What follows belongs to an exercise in optimizing a design on an open flow for small area; a production flow would make more cautious choices.
RTL that was checked went through simulation tests only; none was proved equivalent to the original.
Power figures rest on the tool's default switching activity, not on a simulated workload.

==> run B: inputs <==
==> flow/design.v <==
module tense_edges_ok (
    input  wire        s16,
    input  wire [63:0] item0,
    input  wire [63:0] item1,
    input  wire [63:0] item2,
    input  wire [63:0] item3,
    input  wire [63:0] item4,
    input  wire [63:0] item5,
    output wire        base_bad,
    output wire [3:0]  u_bad
);
    localparam UMODE = 0;
    localparam LMODE = 0;
    wire [31:0] period    = item0[31:0];
    wire        rz        = item0[33:32] != 2'b00;
    wire [31:0] data      = item1[63:32];
    wire [31:0] drv_on    = item1[31:0];
    wire [31:0] drv_off   = item2[63:32];
    wire [31:0] ret       = item2[31:0];
    wire [31:0] stb_close = item3[63:32];
    wire [31:0] stb_open  = item3[31:0];
    wire [31:0] udef [0:3];
    assign udef[0] = item4[31:0];
    assign udef[1] = item4[63:32];
    assign udef[2] = item5[31:0];
    assign udef[3] = item5[63:32];
    function automatic cy32(input [31:0] a, input [31:0] b, input ci);
        integer i;
        reg c;
        begin
            c = ci;
            for (i = 0; i < 32; i = i + 1)
                c = (a[i] & b[i]) | (c & (a[i] | b[i]));
            cy32 = c;
        end
    endfunction
    function automatic cy24(input [23:0] a, input [23:0] b);
        integer i;
        reg c;
        begin
            c = 1'b0;
            for (i = 0; i < 24; i = i + 1)
                c = (a[i] & b[i]) | (c & (a[i] | b[i]));
            cy24 = c;
        end
    endfunction
    function automatic [32:0] sub33(input [31:0] a, input [31:0] b);
        integer i;
        reg c;
        reg [32:0] r;
        begin
            c = 1'b1;
            for (i = 0; i < 32; i = i + 1) begin
                r[i] = a[i] ^ ~b[i] ^ c;
                c = (a[i] & ~b[i]) | (c & (a[i] | ~b[i]));
            end
            r[32] = ~c;
            sub33 = r;
        end
    endfunction
    wire r1 = (|period[31:12]) || (period[11] && !s16);
    wire [31:0] cs_t = stb_open ^ period ^ ~stb_close;
    wire [32:0] cs_u = {(stb_open & period) | (stb_open & ~stb_close) | (period & ~stb_close), 1'b0};
    wire win_ok = cs_u[32] | cy32(cs_t, cs_u[31:0], 1'b0);
    wire inv = cy32(data, ~drv_on, 1'b1) && (!rz || cy32(ret, ~data, 1'b0)) &&
               cy32(stb_close, ~stb_open, 1'b1) && win_ok;
    wire [31:0] x  = rz ? ret : data;
    wire [32:0] dx = sub33(x, period);
    wire [32:0] df = sub33(drv_off, period);
    wire [32:0] ds_hi = sub33({2'b00, stb_open[31:2]}, period);    
    wire [34:0] ds = {ds_hi, stb_open[1:0]};
    wire x_m1 = &dx[32:24], x_z = ~|dx[32:24], x_le2 = dx[32] & ~x_m1;
    wire f_m1 = &df[32:24], f_z = ~|df[32:24], f_le2 = df[32] & ~f_m1;
    wire s_m1 = &ds[34:24], s_z = ~|ds[34:24], s_le2 = ds[34] & ~s_m1;
    wire up0 = dx[32] & df[32] & ds[34];
    assign base_bad = !(r1 && inv && up0);
    genvar k;
    generate
        for (k = 0; k < 4; k = k + 1) begin : g_u
            wire [23:0] su  = udef[k][23:0];
            wire        s23 = udef[k][23];
            wire def_ok = udef[k][31:28] <= 4'hB && udef[k][27:24] == 4'h0;
            wire cx = cy24(dx[23:0], su);
            wire cf = cy24(df[23:0], su);
            wire cs = cy24(ds[23:0], su);
            wire hi_x = s23 ? (x_le2 | x_m1 | (x_z & ~cx)) : (x_le2 | (x_m1 & ~cx));
            wire hi_f = s23 ? (f_le2 | f_m1 | (f_z & ~cf)) : (f_le2 | (f_m1 & ~cf));
            wire hi_s = s23 ? (s_le2 | s_m1 | (s_z & ~cs)) : (s_le2 | (s_m1 & ~cs));
            wire lo = ~s23 | (((|drv_on[31:24])   | cy24(drv_on[23:0], su)) &
                              ((|drv_off[31:24])  | cy24(drv_off[23:0], su)) &
                              ((|stb_open[31:24]) | cy24(stb_open[23:0], su)));
            assign u_bad[k] = !(def_ok && inv && lo && hi_x && hi_f && hi_s);
        end
    endgenerate
endmodule
module tense_check (
    input  wire        clk,
    input  wire        rst,         
    input  wire        in_valid,
    input  wire        s16,         
    input  wire [63:0] item0,
    input  wire [63:0] item1,
    input  wire [63:0] item2,
    input  wire [63:0] item3,
    input  wire [63:0] item4,
    input  wire [63:0] item5,
    output reg         out_valid,
    output wire        tense_valid,
    output reg         base_bad,
    output reg  [3:0]  u_bad
);
    wire base_bad_c;
    wire [3:0] u_bad_c;
    tense_edges_ok u_chk (
        .s16(s16), .item0(item0), .item1(item1), .item2(item2),
        .item3(item3), .item4(item4), .item5(item5),
        .base_bad(base_bad_c), .u_bad(u_bad_c)
    );
    reg       v_q;
    reg       bb_q;
    reg [3:0] ub_q;
    always @(posedge clk) begin
        if (rst) begin
            v_q       <= 1'b0;
            out_valid <= 1'b0;
        end else begin
            v_q       <= in_valid;
            out_valid <= v_q;
        end
        bb_q     <= base_bad_c;
        ub_q     <= u_bad_c;
        base_bad <= bb_q;
        u_bad    <= ub_q;
    end
    assign tense_valid = !base_bad && (u_bad == 4'b0000);
endmodule
==> flow/run.sh <==
#!/bin/bash
# synth_recipe.tcl (not shown) runs the flow's synth.tcl, then flattens the netlist and writes it again
# the make line also repeats each setting of config.mk as NAME=value (left out here)
make -C /OpenROAD-flow-scripts/flow DESIGN_CONFIG=/design/flow/config.mk WORK_HOME=/design/flow/orfs CLKGATE_MAP_FILE= SYNTH_SCRIPT=/design/flow/synth_recipe.tcl finish
==> flow/config.mk <==
export PLATFORM = sky130hd
export DESIGN_NAME = tense_check
export DESIGN_NICKNAME = tense_check
export VERILOG_FILES = /design/flow/design.v
export SDC_FILE = /design/flow/constraint.sdc
export NUM_CORES = 4
export LEC_CHECK = 0
export CAP_MARGIN = 20
export CORE_MARGIN = 2
export CORE_UTILIZATION = 40
export SLEW_MARGIN = 20
==> flow/constraint.sdc <==
create_clock -name core_clock -period 15.0 [get_ports {clk}]
set_input_delay 3.0000 -clock core_clock [delete_from_list [all_inputs] [get_ports {clk}]]
set_output_delay 3.0000 -clock core_clock [all_outputs]
set_load 0.01 [all_outputs]
==> inputs of run Z, as changes to run B <==
--- a/flow/design.v
+++ b/flow/design.v
@@ -9,8 +9,7 @@
     output wire        base_bad,
     output wire [3:0]  u_bad
 );
-    localparam UMODE = 0;
-    localparam LMODE = 0;
+    localparam LMIN = 1;    
     wire [31:0] period    = item0[31:0];
     wire        rz        = item0[33:32] != 2'b00;
     wire [31:0] data      = item1[63:32];
@@ -44,18 +43,39 @@
             cy24 = c;
         end
     endfunction
-    function automatic [32:0] sub33(input [31:0] a, input [31:0] b);
+    function automatic [24:0] sub24(input [23:0] a, input [23:0] b);
         integer i;
         reg c;
-        reg [32:0] r;
+        reg [23:0] r;
         begin
             c = 1'b1;
-            for (i = 0; i < 32; i = i + 1) begin
+            for (i = 0; i < 24; i = i + 1) begin
                 r[i] = a[i] ^ ~b[i] ^ c;
                 c = (a[i] & ~b[i]) | (c & (a[i] | ~b[i]));
             end
-            r[32] = ~c;
-            sub33 = r;
+            sub24 = {c, r};
+        end
+    endfunction
+    function automatic [10:0] sub11(input [10:0] a, input [10:0] b);
+        integer i;
+        reg c;
+        reg [10:0] r;
+        begin
+            c = 1'b1;
+            for (i = 0; i < 11; i = i + 1) begin
+                r[i] = a[i] ^ ~b[i] ^ c;
+                c = (a[i] & ~b[i]) | (c & (a[i] | ~b[i]));
+            end
+            sub11 = r;
+        end
+    endfunction
+    function automatic [3:0] dflags(input [10:0] d);
+        reg z, p1, m1;
+        begin
+            z  = d == 11'd0;
+            p1 = d == 11'd1;
+            m1 = d == 11'h7FF;
+            dflags = {d[10] | z | p1, d[10] | z, d[10], d[10] & ~m1};
         end
     endfunction
     wire r1 = (|period[31:12]) || (period[11] && !s16);
@@ -65,14 +85,34 @@
     wire inv = cy32(data, ~drv_on, 1'b1) && (!rz || cy32(ret, ~data, 1'b0)) &&
                cy32(stb_close, ~stb_open, 1'b1) && win_ok;
     wire [31:0] x  = rz ? ret : data;
-    wire [32:0] dx = sub33(x, period);
-    wire [32:0] df = sub33(drv_off, period);
-    wire [32:0] ds_hi = sub33({2'b00, stb_open[31:2]}, period);    
-    wire [34:0] ds = {ds_hi, stb_open[1:0]};
-    wire x_m1 = &dx[32:24], x_z = ~|dx[32:24], x_le2 = dx[32] & ~x_m1;
-    wire f_m1 = &df[32:24], f_z = ~|df[32:24], f_le2 = df[32] & ~f_m1;
-    wire s_m1 = &ds[34:24], s_z = ~|ds[34:24], s_le2 = ds[34] & ~s_m1;
-    wire up0 = dx[32] & df[32] & ds[34];
+    wire [24:0] lx = sub24(x[23:0], period[23:0]);
+    wire [24:0] lf = sub24(drv_off[23:0], period[23:0]);
+    wire [24:0] ls = sub24(stb_open[23:0], {period[21:0], 2'b00});
+    wire [3:0] fx = dflags(sub11({3'b000, x[31:24]},        {3'b000, period[31:24]}));
+    wire [3:0] ff = dflags(sub11({3'b000, drv_off[31:24]},  {3'b000, period[31:24]}));
+    wire [3:0] fs = dflags(sub11({3'b000, stb_open[31:24]}, {1'b0, period[31:22]}));
+    wire [31:0] m;
+    generate
+        if (LMIN) begin : g_min
+            wire [31:0] m1 = cy32(drv_on, ~drv_off, 1'b1) ? drv_off : drv_on;
+            assign m = cy32(m1, ~stb_open, 1'b1) ? stb_open : m1;
+        end else begin : g_nomin
+            assign m = 32'd0;
+        end
+    endgenerate
+    function automatic up_ok(input [3:0] f, input c, input ck, input s23);
+        begin
+            case ({s23, c, ck})
+                3'b100:         up_ok = f[3];
+                3'b101, 3'b110,
+                3'b000:         up_ok = f[2];
+                3'b111, 3'b001,
+                3'b010:         up_ok = f[1];
+                default:        up_ok = f[0];
+            endcase
+        end
+    endfunction
+    wire up0 = (lx[24] ? fx[1] : fx[2]) && (lf[24] ? ff[1] : ff[2]) && (ls[24] ? fs[1] : fs[2]);
     assign base_bad = !(r1 && inv && up0);
     genvar k;
     generate
@@ -80,16 +120,18 @@
             wire [23:0] su  = udef[k][23:0];
             wire        s23 = udef[k][23];
             wire def_ok = udef[k][31:28] <= 4'hB && udef[k][27:24] == 4'h0;
-            wire cx = cy24(dx[23:0], su);
-            wire cf = cy24(df[23:0], su);
-            wire cs = cy24(ds[23:0], su);
-            wire hi_x = s23 ? (x_le2 | x_m1 | (x_z & ~cx)) : (x_le2 | (x_m1 & ~cx));
-            wire hi_f = s23 ? (f_le2 | f_m1 | (f_z & ~cf)) : (f_le2 | (f_m1 & ~cf));
-            wire hi_s = s23 ? (s_le2 | s_m1 | (s_z & ~cs)) : (s_le2 | (s_m1 & ~cs));
-            wire lo = ~s23 | (((|drv_on[31:24])   | cy24(drv_on[23:0], su)) &
-                              ((|drv_off[31:24])  | cy24(drv_off[23:0], su)) &
-                              ((|stb_open[31:24]) | cy24(stb_open[23:0], su)));
-            assign u_bad[k] = !(def_ok && inv && lo && hi_x && hi_f && hi_s);
+            wire hi = up_ok(fx, lx[24], cy24(lx[23:0], su), s23) &&
+                      up_ok(ff, lf[24], cy24(lf[23:0], su), s23) &&
+                      up_ok(fs, ls[24], cy24(ls[23:0], su), s23);
+            wire lo;
+            if (LMIN) begin : g_lo1
+                assign lo = ~s23 | (|m[31:24]) | cy24(m[23:0], su);
+            end else begin : g_lo3
+                assign lo = ~s23 | (((|drv_on[31:24])   | cy24(drv_on[23:0], su)) &
+                                    ((|drv_off[31:24])  | cy24(drv_off[23:0], su)) &
+                                    ((|stb_open[31:24]) | cy24(stb_open[23:0], su)));
+            end
+            assign u_bad[k] = !(def_ok && inv && lo && hi);
         end
     endgenerate
 endmodule
==> flow/flow/run.sh (new file) <==
#!/bin/bash
# The standard layout (standard.sh), with two changes:
#  - synthesis maps with flow/abc_map.script, an area-oriented ABC script
#    (everything else in synth_recipe.tcl, the standard synthesis, is kept);
#  - buffer_ports puts the smallest buffer on each input and output port
#    instead of the delay-cell buffer it picks by default.
set -euo pipefail
W=$PWD
cat > $W/own_synth.tcl <<EOT
proc abc {args} {
  set i [lsearch -exact \$args -script]
  if {\$i >= 0} { set args [lreplace \$args \$i [expr {\$i + 1}] -script $W/flow/abc_map.script] }
  yosys abc {*}\$args
}
source $W/synth_recipe.tcl
EOT
bash standard.sh SYNTH_SCRIPT=$W/own_synth.tcl \
  BUFFER_PORTS_ARGS="-buffer_cell sky130_fd_sc_hd__buf_1" finish > standard_make.log 2>&1
==> flow/flow/abc_map.script (new file) <==
&get -n
&st
&syn2
&dch
&nf -p
&put
topo
==> flow/standard.sh (new file) <==
#!/bin/bash
# synth_recipe.tcl (not shown) runs the flow's synth.tcl, then flattens the netlist and writes it again
# the make line also repeats each setting of config.mk as NAME=value (left out here)
make -C /OpenROAD-flow-scripts/flow DESIGN_CONFIG=/design/flow/config.mk WORK_HOME=/design/flow/orfs CLKGATE_MAP_FILE= SYNTH_SCRIPT=/design/flow/synth_recipe.tcl "${@:-finish}"
ABC_AREA = 1   (was not set)
GPL_TIMING_DRIVEN = 0   (was not set)
removed: flow/run.sh
==> inputs of run M, as changes to run B <==
--- a/flow/design.v
+++ b/flow/design.v
@@ -9,8 +9,7 @@
     output wire        base_bad,
     output wire [3:0]  u_bad
 );
-    localparam UMODE = 0;
-    localparam LMODE = 0;
+    localparam LMIN = 1;    
     wire [31:0] period    = item0[31:0];
     wire        rz        = item0[33:32] != 2'b00;
     wire [31:0] data      = item1[63:32];
@@ -44,18 +43,39 @@
             cy24 = c;
         end
     endfunction
-    function automatic [32:0] sub33(input [31:0] a, input [31:0] b);
+    function automatic [24:0] sub24(input [23:0] a, input [23:0] b);
         integer i;
         reg c;
-        reg [32:0] r;
+        reg [23:0] r;
         begin
             c = 1'b1;
-            for (i = 0; i < 32; i = i + 1) begin
+            for (i = 0; i < 24; i = i + 1) begin
                 r[i] = a[i] ^ ~b[i] ^ c;
                 c = (a[i] & ~b[i]) | (c & (a[i] | ~b[i]));
             end
-            r[32] = ~c;
-            sub33 = r;
+            sub24 = {c, r};
+        end
+    endfunction
+    function automatic [10:0] sub11(input [10:0] a, input [10:0] b);
+        integer i;
+        reg c;
+        reg [10:0] r;
+        begin
+            c = 1'b1;
+            for (i = 0; i < 11; i = i + 1) begin
+                r[i] = a[i] ^ ~b[i] ^ c;
+                c = (a[i] & ~b[i]) | (c & (a[i] | ~b[i]));
+            end
+            sub11 = r;
+        end
+    endfunction
+    function automatic [3:0] dflags(input [10:0] d);
+        reg z, p1, m1;
+        begin
+            z  = d == 11'd0;
+            p1 = d == 11'd1;
+            m1 = d == 11'h7FF;
+            dflags = {d[10] | z | p1, d[10] | z, d[10], d[10] & ~m1};
         end
     endfunction
     wire r1 = (|period[31:12]) || (period[11] && !s16);
@@ -65,14 +85,34 @@
     wire inv = cy32(data, ~drv_on, 1'b1) && (!rz || cy32(ret, ~data, 1'b0)) &&
                cy32(stb_close, ~stb_open, 1'b1) && win_ok;
     wire [31:0] x  = rz ? ret : data;
-    wire [32:0] dx = sub33(x, period);
-    wire [32:0] df = sub33(drv_off, period);
-    wire [32:0] ds_hi = sub33({2'b00, stb_open[31:2]}, period);    
-    wire [34:0] ds = {ds_hi, stb_open[1:0]};
-    wire x_m1 = &dx[32:24], x_z = ~|dx[32:24], x_le2 = dx[32] & ~x_m1;
-    wire f_m1 = &df[32:24], f_z = ~|df[32:24], f_le2 = df[32] & ~f_m1;
-    wire s_m1 = &ds[34:24], s_z = ~|ds[34:24], s_le2 = ds[34] & ~s_m1;
-    wire up0 = dx[32] & df[32] & ds[34];
+    wire [24:0] lx = sub24(x[23:0], period[23:0]);
+    wire [24:0] lf = sub24(drv_off[23:0], period[23:0]);
+    wire [24:0] ls = sub24(stb_open[23:0], {period[21:0], 2'b00});
+    wire [3:0] fx = dflags(sub11({3'b000, x[31:24]},        {3'b000, period[31:24]}));
+    wire [3:0] ff = dflags(sub11({3'b000, drv_off[31:24]},  {3'b000, period[31:24]}));
+    wire [3:0] fs = dflags(sub11({3'b000, stb_open[31:24]}, {1'b0, period[31:22]}));
+    wire [31:0] m;
+    generate
+        if (LMIN) begin : g_min
+            wire [31:0] m1 = cy32(drv_on, ~drv_off, 1'b1) ? drv_off : drv_on;
+            assign m = cy32(m1, ~stb_open, 1'b1) ? stb_open : m1;
+        end else begin : g_nomin
+            assign m = 32'd0;
+        end
+    endgenerate
+    function automatic up_ok(input [3:0] f, input c, input ck, input s23);
+        begin
+            case ({s23, c, ck})
+                3'b100:         up_ok = f[3];
+                3'b101, 3'b110,
+                3'b000:         up_ok = f[2];
+                3'b111, 3'b001,
+                3'b010:         up_ok = f[1];
+                default:        up_ok = f[0];
+            endcase
+        end
+    endfunction
+    wire up0 = (lx[24] ? fx[1] : fx[2]) && (lf[24] ? ff[1] : ff[2]) && (ls[24] ? fs[1] : fs[2]);
     assign base_bad = !(r1 && inv && up0);
     genvar k;
     generate
@@ -80,16 +120,18 @@
             wire [23:0] su  = udef[k][23:0];
             wire        s23 = udef[k][23];
             wire def_ok = udef[k][31:28] <= 4'hB && udef[k][27:24] == 4'h0;
-            wire cx = cy24(dx[23:0], su);
-            wire cf = cy24(df[23:0], su);
-            wire cs = cy24(ds[23:0], su);
-            wire hi_x = s23 ? (x_le2 | x_m1 | (x_z & ~cx)) : (x_le2 | (x_m1 & ~cx));
-            wire hi_f = s23 ? (f_le2 | f_m1 | (f_z & ~cf)) : (f_le2 | (f_m1 & ~cf));
-            wire hi_s = s23 ? (s_le2 | s_m1 | (s_z & ~cs)) : (s_le2 | (s_m1 & ~cs));
-            wire lo = ~s23 | (((|drv_on[31:24])   | cy24(drv_on[23:0], su)) &
-                              ((|drv_off[31:24])  | cy24(drv_off[23:0], su)) &
-                              ((|stb_open[31:24]) | cy24(stb_open[23:0], su)));
-            assign u_bad[k] = !(def_ok && inv && lo && hi_x && hi_f && hi_s);
+            wire hi = up_ok(fx, lx[24], cy24(lx[23:0], su), s23) &&
+                      up_ok(ff, lf[24], cy24(lf[23:0], su), s23) &&
+                      up_ok(fs, ls[24], cy24(ls[23:0], su), s23);
+            wire lo;
+            if (LMIN) begin : g_lo1
+                assign lo = ~s23 | (|m[31:24]) | cy24(m[23:0], su);
+            end else begin : g_lo3
+                assign lo = ~s23 | (((|drv_on[31:24])   | cy24(drv_on[23:0], su)) &
+                                    ((|drv_off[31:24])  | cy24(drv_off[23:0], su)) &
+                                    ((|stb_open[31:24]) | cy24(stb_open[23:0], su)));
+            end
+            assign u_bad[k] = !(def_ok && inv && lo && hi);
         end
     endgenerate
 endmodule
ABC_AREA = 1   (was not set)
==> notes <==
Non-clock buffer count: run M is lower than run B (61). Critical path depth: run B > run M > run Z. Against run B, the power of run M is lower by 6.7%. Cell area: run B > run M > run Z. Cell count, highest first: run B, run M, run Z. In register-to-register slack, run B and run Z hardly differ. Run B completed, yet does not pass: negative setup slack. Run Z ran to the end with no violations. Run M passed the timing, design-rule and antenna checks. Worst hold slack, highest first: run B, run Z, run M. Global-route usage, highest first: run B, run M, run Z. Die area, lowest first: run Z, run M, run B. Via count, highest first: run B, run M, run Z.
Only the layout flow was run in run B; the RTL was not checked for function there.

-- what the ideal ports hide --
Ports are ideal in the flow. The routed layouts listed here were re-timed in OpenROAD.
Step 1 sets driving cells, clkbuf_16 on the clock port and buf_2 on the other inputs (assumed; they add their load-dependent delay and slew).
Step 2 adds t to the input delays and takes it off the output delays; t is the mean of the earliest and latest rising clock arrival at the registers after step 1. Input paths then give back, and output paths get back, about the clock's delay inside the block.
Slacks: ideal ports / drivers / drivers and shift; pairs: ideal ports / drivers.
| run | shift t [ns] | slack for setup (ns) | worst setup path after step 2 | cell pins on the clock port's net |
|---|---|---|---|---|
| run B | 0.258 | -0.543 / -0.551 / -0.808 | input to register | 1 |
| run Z | 0.258 | 0.343 / 0.347 / 0.090 | input to register | 1 |
| run M | 0.271 | 0.456 / 0.458 / 0.187 | input to register | 1 |
For run M, which loses most, drivers alone change the setup slack by +0.002 ns; drivers and shift together by -0.269 ns.
